This design comes from an exercise in tuning for small area, a short achievable clock period and few clock cycles per item on the open sky130 flow, not from production work. RTL that was checked went through simulation tests only; none was proved equivalent to the original. Function not checked in runs 1 to 3: the RTL went through the layout flow alone.

$ cat flow/run.sh
#!/bin/bash
# synth_recipe.tcl (not shown) runs the flow's synth.tcl, then flattens the netlist and writes it again
# the make line also repeats each setting of config.mk as NAME=value (left out here)
make -C /OpenROAD-flow-scripts/flow DESIGN_CONFIG=/design/flow/config.mk WORK_HOME=/design/flow/orfs CLKGATE_MAP_FILE= SYNTH_SCRIPT=/design/flow/synth_recipe.tcl finish
$ cat flow/config.mk
export PLATFORM = sky130hd
export DESIGN_NAME = pol_charge_unit
export DESIGN_NICKNAME = pol_charge_unit
export VERILOG_FILES = /design/flow/design.v
export SDC_FILE = /design/flow/constraint.sdc
export NUM_CORES = 4
export LEC_CHECK = 0
export ABC_CLOCK_PERIOD_IN_PS = 5000
export CAP_MARGIN = 20
export CORE_MARGIN = 2
export CORE_UTILIZATION = 60
export PLACE_DENSITY = 0.7
export SETUP_SLACK_MARGIN = 4
export SLEW_MARGIN = 20
$ cat flow/constraint.sdc
create_clock -name core_clock -period 11.0 [get_ports {clk}]
set_input_delay 2.2000 -clock core_clock [delete_from_list [all_inputs] [get_ports {clk}]]
set_output_delay 2.2000 -clock core_clock [all_outputs]
set_load 0.01 [all_outputs]
$ cat flow/design.v
module pol_charge_unit (
    input  wire         clk,
    input  wire         rst,           
    input  wire         in_valid,
    output wire         in_ready,
    input  wire [114:0] in_cfg,        
    input  wire [39:0]  in_tc,         
    input  wire [39:0]  in_tp,         
    input  wire [51:0]  in_last,       
    input  wire [15:0]  in_bytes,      
    input  wire [63:0]  in_ts,         
    output wire         out_valid,
    input  wire         out_ready,
    output wire [1:0]   out_colour,    
    output wire         out_drop,      
    output wire [39:0]  out_tc,
    output wire [39:0]  out_tp,
    output wire [51:0]  out_last
);
    localparam [1:0] MODE_2698 = 2'b01,
                     MODE_4115 = 2'b10;
    localparam [2:0] P_DIV = 3'd0,      
                     P_CMP = 3'd1,      
                     P_PRE = 3'd2,      
                     P_MUL = 3'd3,      
                     P_FIN = 3'd4;
    wire [55:0] xa  = {2'b00, in_ts[63:10]};
    wire [55:0] la  = ~{4'd0, in_last};
    wire [55:0] lb  = ~{2'd0, in_last, 2'b00};
    wire [55:0] cs_s = xa ^ la ^ lb;
    wire [55:0] cs_c = {(xa[54:0] & la[54:0]) | (xa[54:0] & lb[54:0]) | (la[54:0] & lb[54:0]), 1'b0};
    wire [11:0] dlo  = {1'b0, cs_s[10:0]} + {1'b0, cs_c[10:0]} + 12'd2;
    wire [10:0] dl   = dlo[10:0];
    wire [44:0] hs   = cs_s[55:11];
    wire [44:0] hc   = cs_c[55:11];
    wire [44:0] hk   = {hs[43:0] | hc[43:0], dlo[11]};
    wire        dhz  = ~|(hs ^ hc ^ hk);
    wire        on_in   = (in_cfg[113:112] == MODE_2698) || (in_cfg[113:112] == MODE_4115);
    wire        fast_in = !on_in || (dhz && (dl < 11'd1280));
    wire [7:0]  nf_in   = on_in ? dl / 11'd5 : 8'd0;
    wire        ref_in  = on_in && (dl >= 11'd5);    
    reg          a_valid;
    reg          a_fast;
    reg  [2:0]   a_ph;
    reg  [2:0]   a_cnt;
    reg  [2:0]   a_rem;
    reg  [55:0]  a_x;              
    reg          a_bor;            
    reg          a_nz;             
    reg  [7:0]   a_n;              
    reg          a_refill;         
    reg  [31:0]  a_cinc, a_pinc;
    reg          a_covf, a_povf;   
    reg  [23:0]  a_cbs, a_pbs;
    reg  [1:0]   a_mode;
    reg          a_rd;
    reg  [39:0]  a_tc, a_tp;
    reg  [55:0]  a_last;           
    reg  [15:0]  a_bytes;
    wire        slow     = !a_fast;
    wire        fin      = a_fast || (a_ph == P_FIN);
    wire [31:0] ccap = {a_cbs, 8'd0};
    wire [31:0] pcap = {a_pbs, 8'd0};
    wire        nz   = |a_n;
    wire [34:0] c_s, c_c, p_s, p_c;
    wire        c_big, p_big;
    pol_mac mac_c (.q(a_n), .inc(a_cinc), .lvl(a_tc[33:0]), .s(c_s), .c(c_c), .big(c_big));
    pol_mac mac_p (.q(a_n), .inc(a_pinc), .lvl(a_tp[33:0]), .s(p_s), .c(p_c), .big(p_big));
    wire [34:0] csum  = c_s + c_c;
    wire [34:0] psum  = p_s + p_c;
    wire [35:0] ccmp  = {1'b0, c_s} + {1'b0, c_c} + {1'b0, 3'h7, ~ccap};
    wire [35:0] pcmp  = {1'b0, p_s} + {1'b0, p_c} + {1'b0, 3'h7, ~pcap};
    wire        csat  = a_refill && ((a_covf && nz) || c_big || (|a_tc[39:34]) || ccmp[35]);
    wire        psat  = a_refill && ((a_povf && nz) || p_big || (|a_tp[39:34]) || pcmp[35]);
    wire [39:0] f_tc  = csat ? {8'd0, ccap} : {a_tc[39:34], csum[33:0]};
    wire [39:0] f_tp  = psat ? {8'd0, pcap} : {a_tp[39:34], psum[33:0]};
    wire [51:0] f_last = a_last[51:0] + {44'd0, a_n};
    wire [10:0] dv_t  = {a_rem, a_x[7:0]};
    wire [7:0]  dv_q  = dv_t / 11'd5;
    wire [2:0]  dv_r  = dv_t % 11'd5;
    wire [8:0]  sb_d  = {1'b0, a_x[55:48]} - {1'b0, a_last[7:0]} - {8'd0, a_bor};
    wire        sb_nz = a_nz || (sb_d[7:0] != 8'd0);
    reg          b_valid;
    reg  [39:0]  b_tc, b_tp;
    reg  [51:0]  b_last;
    reg  [15:0]  b_bytes;
    reg  [1:0]   b_mode;
    reg          b_rd;
    wire b_free = !b_valid || out_ready;
    wire a_go   = a_valid && fin && b_free;
    assign in_ready = !a_valid || a_go;
    wire [39:0] bsc  = {16'd0, b_bytes, 8'd0};
    wire [40:0] dc   = {1'b0, b_tc} - {1'b0, bsc};
    wire [40:0] dp   = {1'b0, b_tp} - {1'b0, bsc};
    wire        lt_c = dc[40];
    wire        lt_p = dp[40];
    reg  [1:0]  colour;
    reg         sub_c, sub_p;
    always @(*) begin
        colour = 2'd0;
        sub_c  = 1'b0;
        sub_p  = 1'b0;
        if (b_mode == MODE_2698) begin
            if (lt_p)      colour = 2'd2;
            else if (lt_c) begin colour = 2'd1; sub_p = 1'b1; end
            else           begin sub_c = 1'b1; sub_p = 1'b1; end
        end else if (b_mode == MODE_4115) begin
            if (!lt_c)     sub_c = 1'b1;
            else if (!lt_p) begin colour = 2'd1; sub_p = 1'b1; end
            else           colour = 2'd2;
        end
    end
    always @(posedge clk) begin
        if (rst) begin
            a_valid <= 1'b0;
            b_valid <= 1'b0;
        end else begin
            if (in_ready) a_valid <= in_valid;
            if (a_go) b_valid <= 1'b1;
            else if (out_ready) b_valid <= 1'b0;
        end
        if (a_go) begin
            b_tc    <= f_tc;
            b_tp    <= f_tp;
            b_last  <= f_last;
            b_bytes <= a_bytes;
            b_mode  <= a_mode;
            b_rd    <= a_rd;
        end
        if (in_ready) begin
            a_fast   <= fast_in;
            a_ph     <= P_DIV;
            a_cnt    <= 3'd0;
            a_rem    <= 3'd0;
            a_x      <= {xa[7:0], xa[15:8], xa[23:16], xa[31:24],
                         xa[39:32], xa[47:40], xa[55:48]};
            a_bor    <= 1'b0;
            a_nz     <= 1'b0;
            a_n      <= nf_in;
            a_refill <= ref_in;
            a_cinc   <= in_cfg[31:0];
            a_pinc   <= in_cfg[63:32];
            a_covf   <= 1'b0;
            a_povf   <= 1'b0;
            a_cbs    <= in_cfg[87:64];
            a_pbs    <= in_cfg[111:88];
            a_mode   <= in_cfg[113:112];
            a_rd     <= in_cfg[114];
            a_tc     <= in_tc;
            a_tp     <= in_tp;
            a_last   <= {4'd0, in_last};
            a_bytes  <= in_bytes;
        end else if (slow) begin
            case (a_ph)
                P_DIV: begin
                    a_rem <= dv_r;
                    a_x   <= {dv_q, a_x[55:8]};
                    a_cnt <= a_cnt + 3'd1;
                    if (a_cnt == 3'd6) begin
                        a_cnt <= 3'd0;
                        a_ph  <= P_CMP;
                    end
                end
                P_CMP: begin
                    a_bor  <= sb_d[8];
                    a_nz   <= sb_nz;
                    a_x    <= {a_x[47:0], a_x[55:48]};
                    a_last <= {a_last[7:0], a_last[55:8]};
                    a_cnt  <= a_cnt + 3'd1;
                    if (a_cnt == 3'd6) begin
                        a_cnt <= 3'd0;
                        a_bor    <= 1'b0;
                        a_n      <= 8'd0;
                        a_refill <= 1'b0;
                        a_ph     <= (!sb_d[8] && sb_nz) ? P_PRE : P_FIN;
                    end
                end
                P_PRE: begin
                    a_bor    <= sb_d[8];
                    a_n      <= sb_d[7:0];
                    a_refill <= 1'b1;
                    a_x      <= {a_x[47:0], a_x[55:48]};
                    a_last   <= {a_x[55:48], a_last[55:8]};
                    a_ph     <= P_MUL;
                end
                P_MUL: begin
                    a_tc   <= f_tc;
                    a_tp   <= f_tp;
                    a_cinc <= {a_cinc[23:0], 8'd0};
                    a_pinc <= {a_pinc[23:0], 8'd0};
                    a_covf <= a_covf || (a_cinc[31:24] != 8'd0);
                    a_povf <= a_povf || (a_pinc[31:24] != 8'd0);
                    a_cnt  <= a_cnt + 3'd1;
                    if (a_cnt == 3'd6) begin
                        a_n      <= 8'd0;
                        a_refill <= 1'b0;
                        a_ph     <= P_FIN;
                    end else begin
                        a_bor  <= sb_d[8];
                        a_n    <= sb_d[7:0];
                        a_x    <= {a_x[47:0], a_x[55:48]};
                        a_last <= {a_x[55:48], a_last[55:8]};
                    end
                end
                default: ;
            endcase
        end
    end
    assign out_valid  = b_valid;
    assign out_colour = colour;
    assign out_drop   = (colour == 2'd2) && b_rd;
    assign out_tc     = sub_c ? dc[39:0] : b_tc;
    assign out_tp     = sub_p ? dp[39:0] : b_tp;
    assign out_last   = b_last;
endmodule
module pol_mac (
    input  wire [7:0]  q,
    input  wire [31:0] inc,
    input  wire [33:0] lvl,
    output wire [34:0] s,
    output wire [34:0] c,
    output wire        big
);
    wire [34:0] r0 = {3'd0, q[0] ? inc        : 32'd0};
    wire [34:0] r1 = {3'd0, q[1] ? inc[30:0]  : 31'd0, 1'd0};
    wire [34:0] r2 = {3'd0, q[2] ? inc[29:0]  : 30'd0, 2'd0};
    wire [34:0] r3 = {3'd0, q[3] ? inc[28:0]  : 29'd0, 3'd0};
    wire [34:0] r4 = {3'd0, q[4] ? inc[27:0]  : 28'd0, 4'd0};
    wire [34:0] r5 = {3'd0, q[5] ? inc[26:0]  : 27'd0, 5'd0};
    wire [34:0] r6 = {3'd0, q[6] ? inc[25:0]  : 26'd0, 6'd0};
    wire [34:0] r7 = {3'd0, q[7] ? inc[24:0]  : 25'd0, 7'd0};
    wire [34:0] r8 = {1'd0, lvl};
    assign big = (q[1] && inc[31]) || (q[2] && |inc[31:30]) || (q[3] && |inc[31:29]) ||
                 (q[4] && |inc[31:28]) || (q[5] && |inc[31:27]) || (q[6] && |inc[31:26]) ||
                 (q[7] && |inc[31:25]);
    wire [34:0] a0 = r0 ^ r1 ^ r2;
    wire [34:0] a1 = {((r0 & r1) | (r0 & r2) | (r1 & r2)), 1'b0};
    wire [34:0] a2 = r3 ^ r4 ^ r5;
    wire [34:0] a3 = {((r3 & r4) | (r3 & r5) | (r4 & r5)), 1'b0};
    wire [34:0] a4 = r6 ^ r7 ^ r8;
    wire [34:0] a5 = {((r6 & r7) | (r6 & r8) | (r7 & r8)), 1'b0};
    wire [34:0] b0 = a0 ^ a1 ^ a2;
    wire [34:0] b1 = {((a0 & a1) | (a0 & a2) | (a1 & a2)), 1'b0};
    wire [34:0] b2 = a3 ^ a4 ^ a5;
    wire [34:0] b3 = {((a3 & a4) | (a3 & a5) | (a4 & a5)), 1'b0};
    wire [34:0] d0 = b0 ^ b1 ^ b2;
    wire [34:0] d1 = {((b0 & b1) | (b0 & b2) | (b1 & b2)), 1'b0};
    assign s = d0 ^ d1 ^ b3;
    assign c = {((d0 & d1) | (d0 & b3) | (d1 & b3)), 1'b0};
endmodule
==> flow_summary.html, run 1 <==
<table>
<tr><th>Metric</th><th>Value</th></tr>
<tr><th colspan="2">Status</th></tr>
<tr><td>Status</td><td>timing/DRC/antenna clean</td></tr>
<tr><th colspan="2">STA</th></tr>
<tr><td>Period Utilization, post-route</td><td>between 70 and 80%</td></tr>
<tr><td>Total negative setup slack</td><td>0 ps</td></tr>
<tr><td>Unrepaired setup endpoints after global routing</td><td>yes</td></tr>
<tr><td>Time the final worst path needs with I/O delays and setup</td><td>around 7800 ps</td></tr>
<tr><td>Pins Over Slew Limit</td><td>0</td></tr>
<tr><td>Final-report setup violation count</td><td>0</td></tr>
<tr><td>Max-slew headroom</td><td>around 18%</td></tr>
<tr><td>Transition at the pin with the smallest max-transition slack</td><td>about 1200 ps</td></tr>
<tr><td>Maximum clock frequency</td><td>between 100 and 150 MHz</td></tr>
<tr><td>Maximum clock skew at final layout</td><td>13.2 ps</td></tr>
<tr><td>Hold violation count in the final report</td><td>0</td></tr>
<tr><th colspan="2">Global routing</th></tr>
<tr><td>Congestion Overflow GR</td><td>0</td></tr>
<tr><td>Global-route wire length before repair</td><td>between 200000 and 250000 µm</td></tr>
<tr><td>Aggregate global-route resource usage</td><td>between 30% and 40%</td></tr>
<tr><td>Number of antenna violations at the first check in global routing</td><td>12</td></tr>
<tr><td>Most utilized layer in the global route result</td><td>met2</td></tr>
<tr><td>Met3 usage in global routing</td><td>8.37%</td></tr>
<tr><td>Maximum number of pins on one net before global-route repair</td><td>approximately 110</td></tr>
<tr><td>Fraction of met2 tracks used by global routing</td><td>between 60% and 70%</td></tr>
<tr><td>Number of global-route vias before repair</td><td>38.6k</td></tr>
<tr><td>Fraction of met1 tracks used by global routing</td><td>between 40% and 50%</td></tr>
<tr><th colspan="2">Floorplan</th></tr>
<tr><td>Core area</td><td>approximately 0.08 mm²</td></tr>
<tr><td>Die extent in y</td><td>286 µm</td></tr>
<tr><td>Core Rows</td><td>just over 100</td></tr>
<tr><td>Number of primary I/O pins</td><td>468</td></tr>
<tr><td>Total Die Area</td><td>~0.082 mm²</td></tr>
<tr><td>Initial Utilization</td><td>about 61%</td></tr>
<tr><td>Width of the chip</td><td>286 µm</td></tr>
<tr><th colspan="2">Route</th></tr>
<tr><td>Number of vias after detailed routing</td><td>~38k</td></tr>
<tr><td>Length of the first detailed-routing pass in iterations</td><td>7</td></tr>
<tr><td>Final Routed Wirelength</td><td>approximately 150000 µm</td></tr>
<tr><td>Post-detailed-route wirelength per cell</td><td>23.0 µm</td></tr>
<tr><td>Number of nets with antenna violations after routing</td><td>0</td></tr>
<tr><td>First DRT Iteration DRCs</td><td>between 3k and 4k</td></tr>
<tr><td>DRC viols</td><td>0</td></tr>
<tr><td>Average via count per standard cell</td><td>5.74</td></tr>
<tr><th colspan="2">Synthesis</th></tr>
<tr><td>Number of warnings reported in the yosys synthesis log</td><td>1</td></tr>
<tr><td>Number of flip-flops and latches in the synthesized netlist</td><td>about 500</td></tr>
<tr><td>Count of cell types in the netlist</td><td>just over 90</td></tr>
<tr><td>Number of enable flip-flop cells after synthesis</td><td>roughly 480</td></tr>
<tr><td>Post-synthesis cell count</td><td>~5.0k</td></tr>
<tr><td>Total standard cell area after synthesis</td><td>roughly 0.048 mm²</td></tr>
<tr><td>Most used flip-flop cell after synthesis</td><td>sky130_fd_sc_hd__edfxtp_1</td></tr>
<tr><td>Synthesized area divided by synthesized cell count</td><td>9.60 µm²</td></tr>
<tr><td>Synthesized net count</td><td>around 6.1k</td></tr>
<tr><td>Sequential-to-total area share from yosys stat</td><td>a little under a third</td></tr>
<tr><td>Async set-or-reset flop fraction in the synthesized netlist</td><td>0%</td></tr>
<tr><th colspan="2">Layout</th></tr>
<tr><td>Most common cell after layout, fill and taps aside</td><td>sky130_fd_sc_hd__inv_1</td></tr>
<tr><td>P&amp;R area growth vs syn</td><td>26.2%</td></tr>
<tr><td>Commonest cells after routing, fill and taps aside</td><td>sky130_fd_sc_hd__inv_1, sky130_fd_sc_hd__nand2_1, sky130_fd_sc_hd__fa_1</td></tr>
<tr><td>Net total in the final layout</td><td>6692</td></tr>
<tr><td>Fraction of layout cells with a size suffix above 1</td><td>15.7%</td></tr>
<tr><td>Final instance area</td><td>approximately 0.060 mm²</td></tr>
<tr><th colspan="2">Worst setup path</th></tr>
<tr><td>Data arrival, critical path</td><td>around 5600 ps</td></tr>
<tr><td>WP data required</td><td>between 8000 and 9000 ps</td></tr>
<tr><td>Biggest fanout along the worst timing path</td><td>4</td></tr>
<tr><td>Startpoint type of the worst setup path</td><td>flop</td></tr>
<tr><td>Critical Path End Type</td><td>output pin</td></tr>
<tr><td>Kind of critical path</td><td>flop to output pin</td></tr>
<tr><th colspan="2">CTS</th></tr>
<tr><td>Root Buffer Master</td><td>sky130_fd_sc_hd__clkbuf_16</td></tr>
<tr><td>Clock-pin slew on the worst setup and hold paths</td><td>70 ps</td></tr>
<tr><td>Clock net sink count</td><td>~500</td></tr>
<tr><td>Htree depth</td><td>2</td></tr>
<tr><td>Number of buffers on the longest clock path</td><td>3</td></tr>
<tr><td>CTS tree</td><td>yes</td></tr>
<tr><td>Count of hold-fix buffers inserted at cts</td><td>0</td></tr>
<tr><td>Total CTS buffers</td><td>60</td></tr>
<tr><td>Clock latency reported for the late side of the worst-skew pair</td><td>660 ps</td></tr>
<tr><th colspan="2">Place</th></tr>
<tr><td>Post-DP HPWL</td><td>between 100000 and 150000 µm</td></tr>
<tr><td>Count of buffers from port buffering</td><td>457</td></tr>
<tr><td>Placed Area</td><td>between 0.05 and 0.06 mm²</td></tr>
<tr><td>Final RePlAce weighted congestion</td><td>approximately 0.95</td></tr>
<tr><th colspan="2">Hold path</th></tr>
<tr><td>Hold Path Class</td><td>flop to flop</td></tr>
<tr><th colspan="2">Flow run</th></tr>
<tr><td>Max-cap violations</td><td>0</td></tr>
</table>
-- repair_timing --
item,CTS,global route
pin swaps,125,105
resized for setup,683,352
buffers inserted,154,85
setup endpoints to repair,230,223
gates cloned,21,3
-- state kept, by name, indices dropped and copies added (netlist names), 2 cells and up --
signal,count
a_last,56
a_ph,3
a_pbs,24
b_bytes,16
a_tc,40
b_tc,40
b_last,52
a_cnt,3
a_n,8
b_tp,40
a_cbs,24
a_pinc,32
a_cinc,32
a_rem,3
a_tp,40
b_mode,2
a_bytes,16
a_mode,2
a_x,56
-- stage by stage --
step	util, %	setup slack (ps)	cells	hold slack [ps]
floorplan	-	3850	4972	400
global placement	67.3	2590	6290	402
detailed placement	67.3	2490	6290	405
CTS	73.8	3260	6576	415
global route	76.4	3070	6666	425
finish	76.4	3180	6671	416
-- synth_stat cells (15+ instances only) --
master / count / area share [%]
sky130_fd_sc_hd__nor2b_1: 42 / 0.55
sky130_fd_sc_hd__and3_1: 28 / 0.37
sky130_fd_sc_hd__edfxtp_1: 478 / 30
sky130_fd_sc_hd__ha_1: 297 / 7.8
sky130_fd_sc_hd__clkbuf_1: 141 / 1.1
sky130_fd_sc_hd__and2_1: 230 / 3.0
sky130_fd_sc_hd__nand2b_1: 29 / 0.38
sky130_fd_sc_hd__fa_1: 497 / 21
sky130_fd_sc_hd__o21ai_0: 171 / 1.8
sky130_fd_sc_hd__nand3_1: 50 / 0.52
sky130_fd_sc_hd__o21bai_1: 15 / 0.24
sky130_fd_sc_hd__nor3_1: 57 / 0.60
sky130_fd_sc_hd__o21a_1: 27 / 0.42
sky130_fd_sc_hd__buf_4: 16 / 0.25
sky130_fd_sc_hd__inv_1: 1016 / 8.0
sky130_fd_sc_hd__nor4_1: 15 / 0.20
sky130_fd_sc_hd__mux2_2: 92 / 2.2
sky130_fd_sc_hd__nor2_1: 147 / 1.2
sky130_fd_sc_hd__o31ai_1: 81 / 1.3
sky130_fd_sc_hd__dfxtp_1: 21 / 0.88
sky130_fd_sc_hd__a21oi_1: 129 / 1.4
sky130_fd_sc_hd__nand2_1: 711 / 5.6
sky130_fd_sc_hd__xor2_1: 114 / 2.1
sky130_fd_sc_hd__a211oi_1: 29 / 0.46
sky130_fd_sc_hd__buf_1: 61 / 0.48
sky130_fd_sc_hd__nand4_1: 33 / 0.43
sky130_fd_sc_hd__a21o_1: 58 / 0.91
sky130_fd_sc_hd__or3_1: 26 / 0.34
sky130_fd_sc_hd__xnor2_1: 104 / 1.9
sky130_fd_sc_hd__mux2i_1: 56 / 1.2
-- layer usage --
layer	part of all wire, %	up-vias
met5	0.072	-
met4	5.8	18
met3	9.7	416
met2	47	1792
met1	37	18900
li1	-	17200
-- path summary, 6_finish.rpt --
kind                             start  slack [ps]  depth (start not counted)                    to
setup / recovery    b_tc[23]$_DFFE_PP_        3180                         17            out_tp[38]
hold / removal    a_bytes[8]$_DFFE_PN_         420                          0  b_bytes[8]$_DFFE_PP_
setup reg to reg      a_n[2]$_DFFE_PP_        3750                         28    a_tp[25]$_DFFE_PP_
hold reg to reg   a_bytes[8]$_DFFE_PN_         420                          0  b_bytes[8]$_DFFE_PP_
-- worst max-delay path: stages (launching register included) --
cell                       delay [ps]
sky130_fd_sc_hd__edfxtp_1         400
sky130_fd_sc_hd__ha_2             210
sky130_fd_sc_hd__or3_4            390
sky130_fd_sc_hd__or3_4            370
sky130_fd_sc_hd__or3_4            350
sky130_fd_sc_hd__or3_4            340
sky130_fd_sc_hd__or3_4            340
sky130_fd_sc_hd__or3_4            350
sky130_fd_sc_hd__or3_4            340
sky130_fd_sc_hd__or3_4            370
sky130_fd_sc_hd__o41ai_4          380
sky130_fd_sc_hd__nand3b_1         190
sky130_fd_sc_hd__buf_6            170
sky130_fd_sc_hd__buf_8            140
sky130_fd_sc_hd__buf_6            130
sky130_fd_sc_hd__nor3_4           120
sky130_fd_sc_hd__xor2_1           180
sky130_fd_sc_hd__buf_2            180
-- layout make-up --
| type | instances | area, µm² |
|---|---|---|
| antenna | 5 | 12.5 |
| tap | 1050 | 1310 |
| multi-input combinational | 3232 | 30500 |
| inverter | 1017 | 3830 |
| sequential | 499 | 14800 |
| timing repair buffer | 757 | 7810 |
| clock buffer | 73 | 1590 |
| clock inverter | 38 | 398 |
| fill | 5487 | 18600 |
-- kinds of logic (layout without fill, tap and decap cells) --
group	count (synthesis)	in the layout	synth area share (%)
AOI/OAI and AO/OA	645	647	8.92
xor gates and xnor gates	218	218	4.00
adders and majority gates	800	800	28.8
buffers and inverters	1243	1885	9.94
DFF	499	499	31.0
muxes	148	148	3.35
other	0	5	0
and+or+nand+nor	1419	1419	14.1
==> run 2: changes to the inputs <==
--- a/flow/config.mk
+++ b/flow/config.mk
@@ -5,10 +5,8 @@
 export SDC_FILE = /design/flow/constraint.sdc
 export NUM_CORES = 4
 export LEC_CHECK = 0
-export ABC_CLOCK_PERIOD_IN_PS = 5000
 export CAP_MARGIN = 20
 export CORE_MARGIN = 2
 export CORE_UTILIZATION = 60
 export PLACE_DENSITY = 0.7
-export SETUP_SLACK_MARGIN = 4
 export SLEW_MARGIN = 20
==> run 2 against run 1 <==
Net effect: first-iteration DRC count fell by 13%; global-route usage fell by 3.1 points; non-clock buffer count fell by 267; maximum frequency fell by 14%; register-to-register slack got worse by 1600 ps; clock skew rose by 11 ps; via count fell by 6.2%; flip-flop and latch count did not move; utilization fell by 6.6 points; worst setup slack got worse by 1200 ps; synthesized cell count did not move.
==> flow_summary.html, run 2 <==
<table>
<tr><th>Metric</th><th>Value</th></tr>
<tr><th colspan="2">Status</th></tr>
<tr><td>Status</td><td>timing/DRC/antenna clean (unchanged)</td></tr>
<tr><th colspan="2">STA</th></tr>
<tr><td>Period Utilization, post-route</td><td>82.2% (was 71.1%)</td></tr>
<tr><td>Max-slew headroom</td><td>23.7% (was 18.1%)</td></tr>
<tr><td>Time the final worst path needs with I/O delays and setup</td><td>9040 ps (was 7820 ps)</td></tr>
<tr><td>Final-report setup violation count</td><td>0 (unchanged)</td></tr>
<tr><td>Total negative setup slack</td><td>0 ps (unchanged)</td></tr>
<tr><td>Unrepaired setup endpoints after global routing</td><td>no (was yes)</td></tr>
<tr><td>Hold violation count in the final report</td><td>0 (unchanged)</td></tr>
<tr><td>Transition at the pin with the smallest max-transition slack</td><td>1130 ps (was 1230 ps)</td></tr>
<tr><td>Maximum clock frequency</td><td>111 MHz (was 128 MHz)</td></tr>
<tr><td>Maximum clock skew at final layout</td><td>23.9 ps (was 13.2 ps)</td></tr>
<tr><td>Pins Over Slew Limit</td><td>0 (unchanged)</td></tr>
<tr><th colspan="2">CTS</th></tr>
<tr><td>Clock latency reported for the late side of the worst-skew pair</td><td>660 ps (about the same)</td></tr>
<tr><td>Clock net sink count</td><td>499 (unchanged)</td></tr>
<tr><td>Root Buffer Master</td><td>sky130_fd_sc_hd__clkbuf_16 (unchanged)</td></tr>
<tr><td>Resized cells post-CTS</td><td>0 (was 683)</td></tr>
<tr><td>Clock-pin slew on the worst setup and hold paths</td><td>60 ps (was 70 ps)</td></tr>
<tr><td>Number of buffers added for setup after CTS</td><td>0 (was 154)</td></tr>
<tr><td>Number of buffers on the longest clock path</td><td>3 (unchanged)</td></tr>
<tr><td>Total CTS buffers</td><td>58 (was 60)</td></tr>
<tr><td>CTS tree</td><td>yes (unchanged)</td></tr>
<tr><td>Htree depth</td><td>2 (unchanged)</td></tr>
<tr><td>Count of hold-fix buffers inserted at cts</td><td>0 (unchanged)</td></tr>
<tr><th colspan="2">Floorplan</th></tr>
<tr><td>Die extent in y</td><td>286 µm (unchanged)</td></tr>
<tr><td>Initial Utilization</td><td>60.5% (unchanged)</td></tr>
<tr><td>Total Die Area</td><td>0.0818 mm² (unchanged)</td></tr>
<tr><td>Number of primary I/O pins</td><td>468 (unchanged)</td></tr>
<tr><td>Core Rows</td><td>103 (unchanged)</td></tr>
<tr><td>Width of the chip</td><td>286 µm (unchanged)</td></tr>
<tr><td>Core area</td><td>0.0789 mm² (unchanged)</td></tr>
<tr><th colspan="2">Global routing</th></tr>
<tr><td>Global-route wire length before repair</td><td>209000 µm (was 227000 µm)</td></tr>
<tr><td>Number of antenna violations at the first check in global routing</td><td>14 (was 12)</td></tr>
<tr><td>Number of global-route vias before repair</td><td>36.3k (was 38.6k)</td></tr>
<tr><td>Aggregate global-route resource usage</td><td>33.9% (was 36.9%)</td></tr>
<tr><td>Congestion Overflow GR</td><td>0 (unchanged)</td></tr>
<tr><td>Maximum number of pins on one net before global-route repair</td><td>99 (was 105)</td></tr>
<tr><th colspan="2">Worst setup path</th></tr>
<tr><td>Worst-case register-to-register setup slack</td><td>2190 ps (was 3750 ps)</td></tr>
<tr><td>Critical path capture point</td><td>out_tp[38] (unchanged)</td></tr>
<tr><td>Startpoint type of the worst setup path</td><td>flop (unchanged)</td></tr>
<tr><td>Critical path's most frequent cell</td><td>sky130_fd_sc_hd__or3_1 (was sky130_fd_sc_hd__or3_4)</td></tr>
<tr><td>Critical Path Source</td><td>b_tc[23]$_DFFE_PP_ (unchanged)</td></tr>
<tr><td>Buffer and inverter count on the worst path</td><td>1 (was 4)</td></tr>
<tr><td>Count of cells along the worst register-to-register path</td><td>24 (was 28)</td></tr>
<tr><td>Critical path's largest stage delay</td><td>650 ps (was 400 ps)</td></tr>
<tr><td>CP Cell Sequence</td><td>ha_1, or3_1, or3_1, or3_1, or3_1, or3_1, or3_1, or3_1, or3_4, o41ai_4, nand3b_1, nor3_1, xor2_1, clkdlybuf4s50_1 (was ha_2, or3_4, or3_4, or3_4, or3_4, or3_4, or3_4, or3_4, or3_4, o41ai_4, nand3b_1, buf_6, buf_8, buf_6, nor3_4, xor2_1, buf_2)</td></tr>
<tr><td>Critical Path Stages</td><td>14 (was 17)</td></tr>
<tr><td>WP data required</td><td>8800 ps (about the same)</td></tr>
<tr><td>Reg-to-Reg Start</td><td>a_n[4]$_DFFE_PP_ (was a_n[2]$_DFFE_PP_)</td></tr>
<tr><td>Data arrival, critical path</td><td>6840 ps (was 5620 ps)</td></tr>
<tr><td>Critical Path End Type</td><td>output pin (unchanged)</td></tr>
<tr><td>Biggest fanout along the worst timing path</td><td>8 (was 4)</td></tr>
<tr><td>Kind of critical path</td><td>flop to output pin (unchanged)</td></tr>
<tr><td>Worst path top cell family by delay</td><td>simple AND/OR/NAND/NOR gates (unchanged)</td></tr>
<tr><td>Capturing point of the worst reg2reg path</td><td>a_tp[9]$_DFFE_PP_ (was a_tp[25]$_DFFE_PP_)</td></tr>
<tr><td>Worst-path cell with the longest stage delay</td><td>sky130_fd_sc_hd__clkdlybuf4s50_1 (was sky130_fd_sc_hd__edfxtp_1)</td></tr>
<tr><th colspan="2">Synthesis</th></tr>
<tr><td>Most repeated cell in the gate-level netlist after synthesis</td><td>sky130_fd_sc_hd__inv_1 (unchanged)</td></tr>
<tr><td>List of most frequent post-synthesis cells</td><td>sky130_fd_sc_hd__inv_1, sky130_fd_sc_hd__nand2_1, sky130_fd_sc_hd__fa_1 (unchanged)</td></tr>
<tr><td>Total standard cell area after synthesis</td><td>0.0477 mm² (unchanged)</td></tr>
<tr><td>Number of warnings reported in the yosys synthesis log</td><td>1 (unchanged)</td></tr>
<tr><td>Async set-or-reset flop fraction in the synthesized netlist</td><td>0% (unchanged)</td></tr>
<tr><td>Synthesized area divided by synthesized cell count</td><td>9.60 µm² (unchanged)</td></tr>
<tr><td>Synthesized net count</td><td>6097 (unchanged)</td></tr>
<tr><td>Library cell occupying the most area in the post-synthesis netlist</td><td>sky130_fd_sc_hd__edfxtp_1 (unchanged)</td></tr>
<tr><td>Count of cell types in the netlist</td><td>91 (unchanged)</td></tr>
<tr><td>Most used flip-flop cell after synthesis</td><td>sky130_fd_sc_hd__edfxtp_1 (unchanged)</td></tr>
<tr><td>Fraction of post-synthesis cell area in the top cell type by area</td><td>30.1% (unchanged)</td></tr>
<tr><td>Number of enable flip-flop cells after synthesis</td><td>478 (unchanged)</td></tr>
<tr><td>Post-synthesis cell count</td><td>4972 (unchanged)</td></tr>
<tr><td>Top area cells in the synthesized netlist</td><td>sky130_fd_sc_hd__edfxtp_1, sky130_fd_sc_hd__fa_1, sky130_fd_sc_hd__inv_1 (unchanged)</td></tr>
<tr><td>Number of flip-flops and latches in the synthesized netlist</td><td>499 (unchanged)</td></tr>
<tr><td>Sequential-to-total area share from yosys stat</td><td>31.0% (unchanged)</td></tr>
<tr><th colspan="2">Route</th></tr>
<tr><td>Average via count per standard cell</td><td>5.61 (was 5.74)</td></tr>
<tr><td>DRC viols</td><td>0 (unchanged)</td></tr>
<tr><td>Number of nets with antenna violations after routing</td><td>0 (unchanged)</td></tr>
<tr><td>First DRT Iteration DRCs</td><td>2835 (was 3250)</td></tr>
<tr><td>Length of the first detailed-routing pass in iterations</td><td>5 (was 7)</td></tr>
<tr><td>Post-detailed-route wirelength per cell</td><td>21.5 µm (was 23.0 µm)</td></tr>
<tr><td>Number of vias after detailed routing</td><td>35.9k (was 38.3k)</td></tr>
<tr><td>Final Routed Wirelength</td><td>137000 µm (was 154000 µm)</td></tr>
<tr><th colspan="2">Layout</th></tr>
<tr><td>P&amp;R area growth vs syn</td><td>15.4% (was 26.2%)</td></tr>
<tr><td>Non-Filler Instances</td><td>6396 (was 6671)</td></tr>
<tr><td>Most common cell after layout, fill and taps aside</td><td>sky130_fd_sc_hd__inv_1 (unchanged)</td></tr>
<tr><td>Fraction of layout cells with a size suffix above 1</td><td>4.98% (was 15.7%)</td></tr>
<tr><td>Core occupancy in the finished layout</td><td>69.8% (was 76.4%)</td></tr>
<tr><td>Registers with the highest flip-flop counts</td><td>a_last (56), a_x (56), b_last (52) (unchanged)</td></tr>
<tr><td>Commonest cells after routing, fill and taps aside</td><td>sky130_fd_sc_hd__inv_1, sky130_fd_sc_hd__nand2_1, sky130_fd_sc_hd__fa_1 (unchanged)</td></tr>
<tr><td>Net total in the final layout</td><td>6421 (was 6692)</td></tr>
<tr><td>Final instance area</td><td>0.0551 mm² (was 0.0602 mm²)</td></tr>
<tr><th colspan="2">Place</th></tr>
<tr><td>Number of instances in the placed design</td><td>6286 (was 6290)</td></tr>
<tr><td>Placed Area</td><td>0.0530 mm² (was 0.0531 mm²)</td></tr>
<tr><td>Post-DP HPWL</td><td>107000 µm (was 108000 µm)</td></tr>
<tr><td>Count of buffers from port buffering</td><td>457 (unchanged)</td></tr>
<tr><td>Final RePlAce weighted congestion</td><td>0.960 (was 0.952)</td></tr>
<tr><th colspan="2">Flow run</th></tr>
<tr><td>Max-cap violations</td><td>0 (unchanged)</td></tr>
<tr><th colspan="2">Hold path</th></tr>
<tr><td>Hold Path Class</td><td>flop to flop (unchanged)</td></tr>
</table>
## run 2: cell types whose count changed in the layout (fill, tap and decap cells not counted), sizes merged, moves of 3 or more
cell	previous run	this run
diode	5	2
buf	360	33
clkbuf	81	65
dlymetal6s2s	8	0
clkinvlp	3	7
bufinv	7	12
bufbuf	3	0
clkdlybuf4s50	376	457
## run 2: final cells by class
cell class	instances	area (µm²)
inverters	1017	3830
flip-flops and latches	499	14800
clock inverters	43	587
well taps	1050	1310
diodes	2	5.00
multi-input cells	3230	28300
repair buffers	490	4820
clock buffers	65	1480
fillers	6240	23800
## run 2: worst min-delay path by stage
stage,startpoint,end,slack (ps),cells past startpoint
5_1_grt,a_bytes[9]$_DFFE_PN_,b_bytes[9]$_DFFE_PP_,430,0
2_1_floorplan,a_bytes[0]$_DFFE_PN_,b_bytes[0]$_DFFE_PP_,400,0
6_report,a_bytes[9]$_DFFE_PN_,b_bytes[9]$_DFFE_PP_,410,0
3_3_place_gp,a_bytes[4]$_DFFE_PN_,b_bytes[4]$_DFFE_PP_,400,0
4_1_cts,a_rd$_DFFE_PN_,b_rd$_DFFE_PP_,410,0
3_5_place_dp,a_bytes[3]$_DFFE_PN_,b_bytes[3]$_DFFE_PP_,400,0
## run 2: worst register-to-register path, stage by stage (launching register included)
cell and delay [ps]:
sky130_fd_sc_hd__edfxtp_1 1020, sky130_fd_sc_hd__buf_4 660, sky130_fd_sc_hd__nand2_1 200, sky130_fd_sc_hd__fa_1 540
sky130_fd_sc_hd__fa_1 440, sky130_fd_sc_hd__fa_1 540, sky130_fd_sc_hd__inv_1 50, sky130_fd_sc_hd__fa_1 570
sky130_fd_sc_hd__inv_1 60, sky130_fd_sc_hd__fa_1 470, sky130_fd_sc_hd__inv_1 40, sky130_fd_sc_hd__ha_1 300
sky130_fd_sc_hd__a21o_1 160, sky130_fd_sc_hd__a21o_1 170, sky130_fd_sc_hd__a21oi_1 130, sky130_fd_sc_hd__nor2_1 60
sky130_fd_sc_hd__a211oi_1 220, sky130_fd_sc_hd__o31a_1 240, sky130_fd_sc_hd__o21ai_0 150, sky130_fd_sc_hd__a221oi_1 320
sky130_fd_sc_hd__xnor2_1 280, sky130_fd_sc_hd__o21a_2 880, sky130_fd_sc_hd__buf_4 380, sky130_fd_sc_hd__mux2_2 380
sky130_fd_sc_hd__mux2_2 260
## run 2: logic make-up (layout without fill, tap and decap cells)
logic type	Yosys count	count (layout)	synth area share [%]
other	0	2	0
buffers and inverters	1243	1615	9.94
multiplexers	148	148	3.35
XOR/XNOR	218	218	4.00
flip-flops	499	499	31.0
AO/OA/AOI/OAI	645	645	8.92
adder cells (fa/ha/maj)	800	800	28.8
AND/OR/NAND/NOR	1419	1419	14.1
## run 2: per-layer routing
| layer | GRT usage [%] | vias up | share of wire (%) |
|---|---|---|---|
| met5 | 0 | - | 0.11 |
| met4 | 17.0 | 24 | 5.8 |
| met3 | 9.15 | 367 | 9.6 |
| met2 | 53.5 | 1395 | 46 |
| met1 | 43.1 | 17500 | 39 |
| li1 | - | 16600 | - |
## run 2: per-stage QoR
step	setup WS (ps)	hold slack (ps)
final	1960	409
after global routing	1680	428
after CTS	1990	412
after detailed placement	2260	405
after global placement	2330	401
after floorplan	2760	400
==> run 3: changes to the inputs <==
==> flow/flow/run.sh (new file) <==
#!/bin/bash
# The standard layout, with the port buffers made of plain buffer cells
# (buf_2) instead of the default delay cell that buffer_ports picks.
set -euo pipefail
export BUFFER_PORTS_ARGS="-buffer_cell sky130_fd_sc_hd__buf_2"
bash standard.sh > standard.log 2>&1
==> flow/standard.sh (new file) <==
#!/bin/bash
# synth_recipe.tcl (not shown) runs the flow's synth.tcl, then flattens the netlist and writes it again
# the make line also repeats each setting of config.mk as NAME=value (left out here)
make -C /OpenROAD-flow-scripts/flow DESIGN_CONFIG=/design/flow/config.mk WORK_HOME=/design/flow/orfs CLKGATE_MAP_FILE= SYNTH_SCRIPT=/design/flow/synth_recipe.tcl "${@:-finish}"
removed: flow/run.sh
==> run 3 against run 2 <==
Net effect: synthesized cell count stayed put; worst setup slack better by 210 ps; first-iteration DRC count is 9.9% lower; sequential share of layout area is 1.2 points higher; critical path depth stayed put; die area stayed put; global-route usage is 0.24 points lower; clock skew is 0.82 ps higher.
==> flow_summary.html, run 3 <==
<table>
<tr><th>Metric</th><th>Value</th></tr>
<tr><th colspan="2">Status</th></tr>
<tr><td>Status</td><td>timing/DRC/antenna clean (unchanged)</td></tr>
<tr><th colspan="2">Global routing</th></tr>
<tr><td>Aggregate global-route resource usage</td><td>33.6% (was 33.9%)</td></tr>
<tr><td>Number of global-route vias before repair</td><td>36.1k (was 36.3k)</td></tr>
<tr><td>Congestion Overflow GR</td><td>0 (unchanged)</td></tr>
<tr><td>Number of antenna violations at the first check in global routing</td><td>11 (was 14)</td></tr>
<tr><td>Global-route wire length before repair</td><td>209000 µm (about the same)</td></tr>
<tr><td>Maximum number of pins on one net before global-route repair</td><td>174 (was 99)</td></tr>
<tr><th colspan="2">STA</th></tr>
<tr><td>Smallest hold slack</td><td>409 ps (about the same)</td></tr>
<tr><td>Time the final worst path needs with I/O delays and setup</td><td>8830 ps (was 9040 ps)</td></tr>
<tr><td>Max-slew headroom</td><td>28.3% (was 23.7%)</td></tr>
<tr><td>Unrepaired setup endpoints after global routing</td><td>no (unchanged)</td></tr>
<tr><td>Total negative setup slack</td><td>0 ps (unchanged)</td></tr>
<tr><td>Transition at the pin with the smallest max-transition slack</td><td>1080 ps (was 1130 ps)</td></tr>
<tr><td>Pins Over Slew Limit</td><td>0 (unchanged)</td></tr>
<tr><td>Final-report setup violation count</td><td>0 (unchanged)</td></tr>
<tr><td>Maximum clock skew at final layout</td><td>24.7 ps (was 23.9 ps)</td></tr>
<tr><td>Period Utilization, post-route</td><td>80.3% (was 82.2%)</td></tr>
<tr><td>Maximum clock frequency</td><td>113 MHz (was 111 MHz)</td></tr>
<tr><td>Hold violation count in the final report</td><td>0 (unchanged)</td></tr>
<tr><th colspan="2">Worst setup path</th></tr>
<tr><td>Worst-path cell with the longest stage delay</td><td>sky130_fd_sc_hd__nand3b_1 (was sky130_fd_sc_hd__clkdlybuf4s50_1)</td></tr>
<tr><td>Critical path's largest stage delay</td><td>570 ps (was 650 ps)</td></tr>
<tr><td>Startpoint type of the worst setup path</td><td>flop (unchanged)</td></tr>
<tr><td>Data arrival, critical path</td><td>6630 ps (was 6840 ps)</td></tr>
<tr><td>Capturing point of the worst reg2reg path</td><td>a_tp[39]$_DFFE_PP_ (was a_tp[9]$_DFFE_PP_)</td></tr>
<tr><td>Worst-case register-to-register setup slack</td><td>2280 ps (was 2190 ps)</td></tr>
<tr><td>Critical path's most frequent cell</td><td>sky130_fd_sc_hd__or3_1 (unchanged)</td></tr>
<tr><td>Kind of critical path</td><td>flop to output pin (unchanged)</td></tr>
<tr><td>Critical Path End Type</td><td>output pin (unchanged)</td></tr>
<tr><td>Count of cells along the worst register-to-register path</td><td>28 (was 24)</td></tr>
<tr><td>Reg-to-Reg Start</td><td>a_n[6]$_DFFE_PP_ (was a_n[4]$_DFFE_PP_)</td></tr>
<tr><td>CP Cell Sequence</td><td>ha_1, or3_1, or3_1, or3_1, or3_1, or3_1, or3_1, or3_1, or3_4, o41ai_4, nand3b_1, nor3_1, xor2_1, buf_2 (was ha_1, or3_1, or3_1, or3_1, or3_1, or3_1, or3_1, or3_1, or3_4, o41ai_4, nand3b_1, nor3_1, xor2_1, clkdlybuf4s50_1)</td></tr>
<tr><td>WP data required</td><td>8800 ps (about the same)</td></tr>
<tr><td>Biggest fanout along the worst timing path</td><td>8 (unchanged)</td></tr>
<tr><th colspan="2">Place</th></tr>
<tr><td>Count of buffers from port buffering</td><td>457 (unchanged)</td></tr>
<tr><td>Post-DP HPWL</td><td>105000 µm (was 107000 µm)</td></tr>
<tr><td>Placed Area</td><td>0.0507 mm² (was 0.0530 mm²)</td></tr>
<tr><td>Final RePlAce weighted congestion</td><td>0.950 (was 0.960)</td></tr>
<tr><th colspan="2">Synthesis</th></tr>
<tr><td>Most used flip-flop cell after synthesis</td><td>sky130_fd_sc_hd__edfxtp_1 (unchanged)</td></tr>
<tr><td>Number of enable flip-flop cells after synthesis</td><td>478 (unchanged)</td></tr>
<tr><td>List of most frequent post-synthesis cells</td><td>sky130_fd_sc_hd__inv_1, sky130_fd_sc_hd__nand2_1, sky130_fd_sc_hd__fa_1 (unchanged)</td></tr>
<tr><td>Post-synthesis cell count</td><td>4972 (unchanged)</td></tr>
<tr><td>Fraction of synthesized cell area in xor and xnor cells</td><td>4.00% (unchanged)</td></tr>
<tr><td>Count of cell types in the netlist</td><td>91 (unchanged)</td></tr>
<tr><td>Total standard cell area after synthesis</td><td>0.0477 mm² (unchanged)</td></tr>
<tr><td>Library cell occupying the most area in the post-synthesis netlist</td><td>sky130_fd_sc_hd__edfxtp_1 (unchanged)</td></tr>
<tr><td>Async set-or-reset flop fraction in the synthesized netlist</td><td>0% (unchanged)</td></tr>
<tr><td>Compound-Gate Fraction of Synth Area</td><td>8.92% (unchanged)</td></tr>
<tr><td>Largest family of logic cells by synthesized area</td><td>adder cells (unchanged)</td></tr>
<tr><td>Post-synthesis simple-gate area fraction</td><td>14.1% (unchanged)</td></tr>
<tr><td>Number of flip-flops and latches in the synthesized netlist</td><td>499 (unchanged)</td></tr>
<tr><td>Top area cells in the synthesized netlist</td><td>sky130_fd_sc_hd__edfxtp_1, sky130_fd_sc_hd__fa_1, sky130_fd_sc_hd__inv_1 (unchanged)</td></tr>
<tr><td>Post-Synth Adder-Cell Area</td><td>28.8% (unchanged)</td></tr>
<tr><td>Number of warnings reported in the yosys synthesis log</td><td>1 (unchanged)</td></tr>
<tr><td>Sequential-to-total area share from yosys stat</td><td>31.0% (unchanged)</td></tr>
<tr><td>Post-synthesis mux area share</td><td>3.35% (unchanged)</td></tr>
<tr><td>Most repeated cell in the gate-level netlist after synthesis</td><td>sky130_fd_sc_hd__inv_1 (unchanged)</td></tr>
<tr><td>Synthesized net count</td><td>6097 (unchanged)</td></tr>
<tr><td>Fraction of post-synthesis cell area in the top cell type by area</td><td>30.1% (unchanged)</td></tr>
<tr><td>Synthesized area divided by synthesized cell count</td><td>9.60 µm² (unchanged)</td></tr>
<tr><th colspan="2">Layout</th></tr>
<tr><td>Net total in the final layout</td><td>6419 (was 6421)</td></tr>
<tr><td>Commonest cells after routing, fill and taps aside</td><td>sky130_fd_sc_hd__inv_1, sky130_fd_sc_hd__nand2_1, sky130_fd_sc_hd__fa_1 (unchanged)</td></tr>
<tr><td>Final instance area</td><td>0.0528 mm² (was 0.0551 mm²)</td></tr>
<tr><td>Most common cell after layout, fill and taps aside</td><td>sky130_fd_sc_hd__inv_1 (unchanged)</td></tr>
<tr><td>Fraction of layout cells with a size suffix above 1</td><td>13.4% (was 4.98%)</td></tr>
<tr><td>P&amp;R area growth vs syn</td><td>10.6% (was 15.4%)</td></tr>
<tr><td>Registers with the highest flip-flop counts</td><td>a_last (56), a_x (56), b_last (52) (unchanged)</td></tr>
<tr><th colspan="2">CTS</th></tr>
<tr><td>Resized cells post-CTS</td><td>0 (unchanged)</td></tr>
<tr><td>Number of buffers added for setup after CTS</td><td>0 (unchanged)</td></tr>
<tr><td>Number of buffers on the longest clock path</td><td>3 (unchanged)</td></tr>
<tr><td>Root Buffer Master</td><td>sky130_fd_sc_hd__clkbuf_16 (unchanged)</td></tr>
<tr><td>Clock-pin slew on the worst setup and hold paths</td><td>60 ps (about the same)</td></tr>
<tr><td>Clock latency reported for the late side of the worst-skew pair</td><td>660 ps (about the same)</td></tr>
<tr><td>CTS tree</td><td>yes (unchanged)</td></tr>
<tr><td>Clock net sink count</td><td>499 (unchanged)</td></tr>
<tr><td>Htree depth</td><td>2 (unchanged)</td></tr>
<tr><td>Count of hold-fix buffers inserted at cts</td><td>0 (unchanged)</td></tr>
<tr><td>Total CTS buffers</td><td>59 (was 58)</td></tr>
<tr><th colspan="2">Floorplan</th></tr>
<tr><td>Width of the chip</td><td>286 µm (unchanged)</td></tr>
<tr><td>Core area</td><td>0.0789 mm² (unchanged)</td></tr>
<tr><td>Core Rows</td><td>103 (unchanged)</td></tr>
<tr><td>Total Die Area</td><td>0.0818 mm² (unchanged)</td></tr>
<tr><td>Die extent in y</td><td>286 µm (unchanged)</td></tr>
<tr><td>Initial Utilization</td><td>60.5% (unchanged)</td></tr>
<tr><td>Number of primary I/O pins</td><td>468 (unchanged)</td></tr>
<tr><th colspan="2">Route</th></tr>
<tr><td>Length of the first detailed-routing pass in iterations</td><td>6 (was 5)</td></tr>
<tr><td>Post-detailed-route wirelength per cell</td><td>21.2 µm (was 21.5 µm)</td></tr>
<tr><td>DRC viols</td><td>0 (unchanged)</td></tr>
<tr><td>Final Routed Wirelength</td><td>136000 µm (was 137000 µm)</td></tr>
<tr><td>Number of nets with antenna violations after routing</td><td>0 (unchanged)</td></tr>
<tr><td>Average via count per standard cell</td><td>5.65 (was 5.61)</td></tr>
<tr><td>First DRT Iteration DRCs</td><td>2554 (was 2835)</td></tr>
<tr><td>Number of vias after detailed routing</td><td>36.1k (was 35.9k)</td></tr>
<tr><th colspan="2">Hold path</th></tr>
<tr><td>Hold Path Class</td><td>flop to flop (unchanged)</td></tr>
<tr><td>Worst hold path startpoint</td><td>a_bytes[13]$_DFFE_PN_ (was a_bytes[9]$_DFFE_PN_)</td></tr>
<tr><td>Worst hold path cell count</td><td>0 (unchanged)</td></tr>
<tr><td>Worst-case hold path end point</td><td>b_bytes[13]$_DFFE_PP_ (was b_bytes[9]$_DFFE_PP_)</td></tr>
<tr><th colspan="2">Flow run</th></tr>
<tr><td>Max-cap violations</td><td>0 (unchanged)</td></tr>
</table>
==> run 3: cell count changes in the layout (fill, tap and decap cells not counted), moves of 3 or more <==
cell                              before  now
sky130_fd_sc_hd__buf_12                0    3
sky130_fd_sc_hd__buf_2                 0  457
sky130_fd_sc_hd__buf_4                33   27
sky130_fd_sc_hd__bufinv_16            12    9
sky130_fd_sc_hd__clkdlybuf4s50_1     457    0
sky130_fd_sc_hd__clkinv_1              7   11
sky130_fd_sc_hd__clkinv_2             10    7
sky130_fd_sc_hd__clkinv_4              4    1
sky130_fd_sc_hd__diode_2               2    5
sky130_fd_sc_hd__inv_6                 1    4
==> run 3: how the worst max path moves through the flow <==
stage	cells past startpoint	endpoint	slack, ps	startpoint
finish	14	out_tp[38]	2170	b_tc[23]$_DFFE_PP_
global route	14	out_tp[38]	1860	b_tc[23]$_DFFE_PP_
CTS	14	out_tp[38]	2180	b_tc[23]$_DFFE_PP_
detailed placement	28	a_tp[39]$_DFFE_PP_	2420	a_n[6]$_DFFE_PP_
global placement	23	a_tc[23]$_DFFE_PP_	2530	a_n[2]$_DFFE_PP_
floorplan	7	a_cinc[0]$_SDFFCE_PP0P_	2760	out_ready
==> run 3: kinds of logic after synthesis <==
| kind of cell | Yosys count |
|---|---|
| AO/OA/AOI/OAI | 645 |
| XOR/XNOR | 218 |
| adder cells (fa/ha/maj) | 800 |
| buffers and inverters | 1243 |
| flip-flops | 499 |
| multiplexers | 148 |
| AND/OR/NAND/NOR | 1419 |
==> run 3: cell type report <==
type | count | area (µm²)
Multi-Input combinational cell | 3230 | 28300
Inverter | 1017 | 3830
Clock buffer | 69 | 1530
Sequential cell | 499 | 14800
Antenna cell | 5 | 12.5
Fill cell | 6470 | 26100
Clock inverter | 40 | 510
Timing Repair Buffer | 487 | 2550
Tap cell | 1050 | 1310
==> run 3: critical path, delay by kind of cell (launching register included) <==
family / cells / cell delay [ps]
xor+xnor: 1 / 520
simple gates: 10 / 4160
buf+inv: 1 / 240
flops: 1 / 400
fa+ha+maj: 1 / 250
compound gates: 1 / 420
==> run 3: metal layers <==
metal	track usage (%)	up-vias	part of all wire [%]
li1	-	16600	-
met2	53.5	1498	46
met5	0	-	0.057
met3	6.89	289	9.3
met1	44.6	17700	39
met4	15.4	12	5.1
==> run 3: through the flow <==
step / util [%] / instances / setup WS [ps]
2_1_floorplan: - / 4972 / 2760
3_3_place_gp: 64.3 / 6283 / 2530
3_5_place_dp: 64.3 / 6283 / 2420
4_1_cts: 66.9 / 6392 / 2180
5_1_grt: 66.9 / 6394 / 1860
6_report: 66.9 / 6397 / 2170
==> run 4: changes to the inputs <==
--- a/flow/design.v
+++ b/flow/design.v
@@ -89,11 +89,14 @@
     wire b_free = !b_valid || out_ready;
     wire a_go   = a_valid && fin && b_free;
     assign in_ready = !a_valid || a_go;
-    wire [39:0] bsc  = {16'd0, b_bytes, 8'd0};
-    wire [40:0] dc   = {1'b0, b_tc} - {1'b0, bsc};
-    wire [40:0] dp   = {1'b0, b_tp} - {1'b0, bsc};
-    wire        lt_c = dc[40];
-    wire        lt_p = dp[40];
+    wire [16:0] lo_c = {1'b0, b_tc[23:8]} - {1'b0, b_bytes};
+    wire [16:0] lo_p = {1'b0, b_tp[23:8]} - {1'b0, b_bytes};
+    wire [15:0] hm_c = b_tc[39:24] - 16'd1;
+    wire [15:0] hm_p = b_tp[39:24] - 16'd1;
+    wire [39:0] dc   = {lo_c[16] ? hm_c : b_tc[39:24], lo_c[15:0], b_tc[7:0]};
+    wire [39:0] dp   = {lo_p[16] ? hm_p : b_tp[39:24], lo_p[15:0], b_tp[7:0]};
+    wire        lt_c = lo_c[16] && (b_tc[39:24] == 16'd0);
+    wire        lt_p = lo_p[16] && (b_tp[39:24] == 16'd0);
     reg  [1:0]  colour;
     reg         sub_c, sub_p;
     always @(*) begin
@@ -209,8 +212,8 @@
     assign out_valid  = b_valid;
     assign out_colour = colour;
     assign out_drop   = (colour == 2'd2) && b_rd;
-    assign out_tc     = sub_c ? dc[39:0] : b_tc;
-    assign out_tp     = sub_p ? dp[39:0] : b_tp;
+    assign out_tc     = sub_c ? dc : b_tc;
+    assign out_tp     = sub_p ? dp : b_tp;
     assign out_last   = b_last;
 endmodule
 module pol_mac (
--- a/flow/config.mk
+++ b/flow/config.mk
@@ -5,8 +5,10 @@
 export SDC_FILE = /design/flow/constraint.sdc
 export NUM_CORES = 4
 export LEC_CHECK = 0
+export ABC_CLOCK_PERIOD_IN_PS = 2500
 export CAP_MARGIN = 20
 export CORE_MARGIN = 2
 export CORE_UTILIZATION = 60
 export PLACE_DENSITY = 0.7
+export SETUP_SLACK_MARGIN = 5
 export SLEW_MARGIN = 20
==> run 4 against run 3 <==
Net effect: area after synthesis rose by 0.25%; die area rose by 0.24%; worst hold slack improved by 12 ps; sequential share of layout area fell by 2.8 points; via count rose by 8.2%; clock-buffer cell count fell by 6; design area rose by 11%; critical path type unchanged.
==> flow_summary.html, run 4 <==
<table>
<tr><th>Metric</th><th>Value</th></tr>
<tr><th colspan="2">Status</th></tr>
<tr><td>Status</td><td>timing/DRC/antenna clean (unchanged)</td></tr>
<tr><th colspan="2">Hold path</th></tr>
<tr><td>Hold Path Class</td><td>flop to flop (unchanged)</td></tr>
<tr><th colspan="2">Layout</th></tr>
<tr><td>Number of fill cells in the layout</td><td>5570 (was 6470)</td></tr>
<tr><td>Final instance area</td><td>0.0586 mm² (was 0.0528 mm²)</td></tr>
<tr><td>Most common cell after layout, fill and taps aside</td><td>sky130_fd_sc_hd__inv_1 (unchanged)</td></tr>
<tr><td>Commonest cells after routing, fill and taps aside</td><td>sky130_fd_sc_hd__inv_1, sky130_fd_sc_hd__nand2_1, sky130_fd_sc_hd__fa_1 (unchanged)</td></tr>
<tr><td>P&amp;R area growth vs syn</td><td>22.5% (was 10.6%)</td></tr>
<tr><td>Fraction of layout cells with a size suffix above 1</td><td>23.0% (was 13.4%)</td></tr>
<tr><td>Registers with the highest flip-flop counts</td><td>a_last (56), a_x (56), b_last (52) (unchanged)</td></tr>
<tr><td>Sequential cell area</td><td>0.0148 mm² (unchanged)</td></tr>
<tr><th colspan="2">Worst setup path</th></tr>
<tr><td>Startpoint type of the worst setup path</td><td>flop (unchanged)</td></tr>
<tr><td>WP data required</td><td>8800 ps (about the same)</td></tr>
<tr><td>Data arrival, critical path</td><td>5270 ps (was 6630 ps)</td></tr>
<tr><td>Critical Path End Type</td><td>output pin (unchanged)</td></tr>
<tr><th colspan="2">Synthesis</th></tr>
<tr><td>Count of cell types in the netlist</td><td>109 (was 91)</td></tr>
<tr><td>Synthesized net count</td><td>6127 (was 6097)</td></tr>
<tr><td>Library cell occupying the most area in the post-synthesis netlist</td><td>sky130_fd_sc_hd__edfxtp_1 (unchanged)</td></tr>
<tr><td>List of most frequent post-synthesis cells</td><td>sky130_fd_sc_hd__inv_1, sky130_fd_sc_hd__nand2_1, sky130_fd_sc_hd__fa_1 (unchanged)</td></tr>
<tr><td>Synthesized area divided by synthesized cell count</td><td>9.57 µm² (was 9.60 µm²)</td></tr>
<tr><td>Sequential-to-total area share from yosys stat</td><td>30.9% (was 31.0%)</td></tr>
<tr><td>Number of flip-flops and latches in the synthesized netlist</td><td>499 (unchanged)</td></tr>
<tr><td>Async set-or-reset flop fraction in the synthesized netlist</td><td>0% (unchanged)</td></tr>
<tr><td>Most used flip-flop cell after synthesis</td><td>sky130_fd_sc_hd__edfxtp_1 (unchanged)</td></tr>
<tr><td>Number of enable flip-flop cells after synthesis</td><td>478 (unchanged)</td></tr>
<tr><td>Post-synthesis cell count</td><td>5000 (was 4972)</td></tr>
<tr><td>Total standard cell area after synthesis</td><td>0.0478 mm² (was 0.0477 mm²)</td></tr>
<tr><td>Top area cells in the synthesized netlist</td><td>sky130_fd_sc_hd__edfxtp_1, sky130_fd_sc_hd__fa_1, sky130_fd_sc_hd__inv_1 (unchanged)</td></tr>
<tr><td>Most repeated cell in the gate-level netlist after synthesis</td><td>sky130_fd_sc_hd__inv_1 (unchanged)</td></tr>
<tr><th colspan="2">Route</th></tr>
<tr><td>Average via count per standard cell</td><td>5.84 (was 5.65)</td></tr>
<tr><td>DRC viols</td><td>0 (unchanged)</td></tr>
<tr><td>Final Routed Wirelength</td><td>156000 µm (was 136000 µm)</td></tr>
<tr><td>Number of vias after detailed routing</td><td>39.1k (was 36.1k)</td></tr>
<tr><td>Length of the first detailed-routing pass in iterations</td><td>6 (unchanged)</td></tr>
<tr><td>Number of nets with antenna violations after routing</td><td>0 (unchanged)</td></tr>
<tr><th colspan="2">CTS</th></tr>
<tr><td>Clock latency reported for the late side of the worst-skew pair</td><td>670 ps (was 660 ps)</td></tr>
<tr><td>Count of hold-fix buffers inserted at cts</td><td>0 (unchanged)</td></tr>
<tr><td>Clock net sink count</td><td>499 (unchanged)</td></tr>
<tr><td>Clock-pin slew on the worst setup and hold paths</td><td>70 ps (was 60 ps)</td></tr>
<tr><td>Number of buffers on the longest clock path</td><td>3 (unchanged)</td></tr>
<tr><td>CTS tree</td><td>yes (unchanged)</td></tr>
<tr><td>Root Buffer Master</td><td>sky130_fd_sc_hd__clkbuf_16 (unchanged)</td></tr>
<tr><th colspan="2">Place</th></tr>
<tr><td>Count of buffers from port buffering</td><td>457 (unchanged)</td></tr>
<tr><td>Final RePlAce weighted congestion</td><td>0.914 (was 0.950)</td></tr>
<tr><td>Placed Area</td><td>0.0513 mm² (was 0.0507 mm²)</td></tr>
<tr><th colspan="2">Floorplan</th></tr>
<tr><td>Total Die Area</td><td>0.0820 mm² (was 0.0818 mm²)</td></tr>
<tr><td>Number of primary I/O pins</td><td>468 (unchanged)</td></tr>
<tr><td>Width of the chip</td><td>286 µm (about the same)</td></tr>
<tr><td>Core area</td><td>0.0790 mm² (was 0.0789 mm²)</td></tr>
<tr><td>Initial Utilization</td><td>60.6% (was 60.5%)</td></tr>
<tr><th colspan="2">Global routing</th></tr>
<tr><td>Aggregate global-route resource usage</td><td>36.5% (was 33.6%)</td></tr>
<tr><td>Congestion Overflow GR</td><td>0 (unchanged)</td></tr>
<tr><td>Number of global-route vias before repair</td><td>38.8k (was 36.1k)</td></tr>
<tr><td>Global-route wire length before repair</td><td>225000 µm (was 209000 µm)</td></tr>
<tr><th colspan="2">STA</th></tr>
<tr><td>Pins Over Slew Limit</td><td>0 (unchanged)</td></tr>
<tr><td>Maximum clock frequency</td><td>134 MHz (was 113 MHz)</td></tr>
<tr><td>Final-report setup violation count</td><td>0 (unchanged)</td></tr>
<tr><td>Total negative setup slack</td><td>0 ps (unchanged)</td></tr>
<tr><td>Setup slack of the critical path after layout</td><td>3530 ps (was 2170 ps)</td></tr>
<tr><td>Max-slew headroom</td><td>23.1% (was 28.3%)</td></tr>
<tr><td>Time the final worst path needs with I/O delays and setup</td><td>7470 ps (was 8830 ps)</td></tr>
<tr><td>Unrepaired setup endpoints after global routing</td><td>yes (was no)</td></tr>
<tr><td>Maximum clock skew at final layout</td><td>42.4 ps (was 24.7 ps)</td></tr>
<tr><th colspan="2">Flow run</th></tr>
<tr><td>Max-cap violations</td><td>0 (unchanged)</td></tr>
</table>
## run 4: worst paths after layout
path / from / slack (ps) / endpoint / cells past startpoint
max: b_tp[30]$_DFFE_PP_ / 3530 / out_tp[14] / 13
min reg2reg: a_bytes[11]$_DFFE_PN_ / 420 / b_bytes[11]$_DFFE_PP_ / 0
min: a_bytes[11]$_DFFE_PN_ / 420 / b_bytes[11]$_DFFE_PP_ / 0
max reg2reg: a_n[2]$_DFFE_PP_ / 3920 / a_tc[22]$_DFFE_PP_ / 28
## run 4: kinds of logic (layout without fill, tap and decap cells)
kind of cell	Yosys count	after routing	synth area share (%)
AO/OA/AOI/OAI	628	631	8.74
XOR/XNOR	209	209	3.91
adder cells (fa/ha/maj)	801	801	28.7
buffers and inverters	1243	1864	9.93
flip-flops	499	499	30.9
multiplexers	142	142	3.21
other	0	12	0
AND/OR/NAND/NOR	1478	1491	14.6
## run 4: area by class of cell
| type | instances | share of cell area, % |
|---|---|---|
| Multi-Input combinational cell | 3274 | 52.8 |
| Sequential cell | 499 | 25.2 |
| Clock inverter | 43 | 0.837 |
| Inverter | 1020 | 6.58 |
| Tap cell | 1050 | 2.24 |
| Timing Repair Buffer | 738 | 9.77 |
| Antenna cell | 12 | 0.0513 |
| Clock buffer | 63 | 2.47 |
## run 4: metrics by stage
stage	instances	hold slack, ps	utilization (%)
3_5_place_dp	6307	405	64.9
3_3_place_gp	6307	401	64.9
6_report	6699	421	74.2
4_1_cts	6605	420	72.1
5_1_grt	6693	424	74.1
2_1_floorplan	5000	400	-
## run 4: layer usage
layer | global-route usage, % | vias to the layer above | part of all wire [%]
met2 | 58.8 | 2050 | 47
met3 | 7.71 | 477 | 9.9
li1 | - | 17300 | -
met5 | 0 | - | 0.040
met1 | 46.4 | 19300 | 37
met4 | 20.0 | 10 | 6.4
## run 4: repair_timing
action	CTS	global route
buffers inserted	166	75
resized for setup	417	212
pin swaps	124	112
endpoints found under the setup margin	234	232
cloned	26	7
## run 4: worst max-delay path, stage by stage (launching register included)
cell and delay [ps]:
sky130_fd_sc_hd__edfxtp_1 510, sky130_fd_sc_hd__nor4_1 700, sky130_fd_sc_hd__nand2b_1 240, sky130_fd_sc_hd__or3_1 430, sky130_fd_sc_hd__or3_1 480, sky130_fd_sc_hd__nor3_1 920, sky130_fd_sc_hd__o211a_4 330, sky130_fd_sc_hd__buf_6 110
sky130_fd_sc_hd__buf_6 110, sky130_fd_sc_hd__a21o_4 190, sky130_fd_sc_hd__buf_8 170, sky130_fd_sc_hd__nand2_1 120, sky130_fd_sc_hd__o31ai_4 90, sky130_fd_sc_hd__buf_2 180
Testbench counts of run 4, summed over its fixed seeds: cycles 1,600, items 1,536.

re-timing with driven ports:
In the flow no input, the clock included, has a driving cell. The finished layouts below were timed again as built, in two steps.
Step 1, drivers: a clkbuf_16 drives clk and a buf_2 each remaining input, both assumed.
Step 2 times the ports against the registers' clock, not the clock port: input delays grow and output delays shrink by t, the midpoint of the rising clock arrivals with the driver on.
Slacks: ideal ports / drivers / drivers and shift; pairs: ideal ports / drivers.
run | t, ns | setup slack, ns | clock arrival spread, ns
run 1 | 0.723 | 3.183 / 3.111 / 3.420 | 0.014 / 0.014
run 2 | 0.719 | 1.956 / 1.885 / 2.193 | 0.024 / 0.024
run 3 | 0.719 | 2.166 / 2.097 / 2.285 | 0.030 / 0.030
run 4 | 0.720 | 3.532 / 3.462 / 3.483 | 0.043 / 0.044
After both steps setup and hold are still met in every run listed. The setup slack of run 4, which loses most, moves by -0.070 ns with the drivers and by -0.049 ns with both steps.
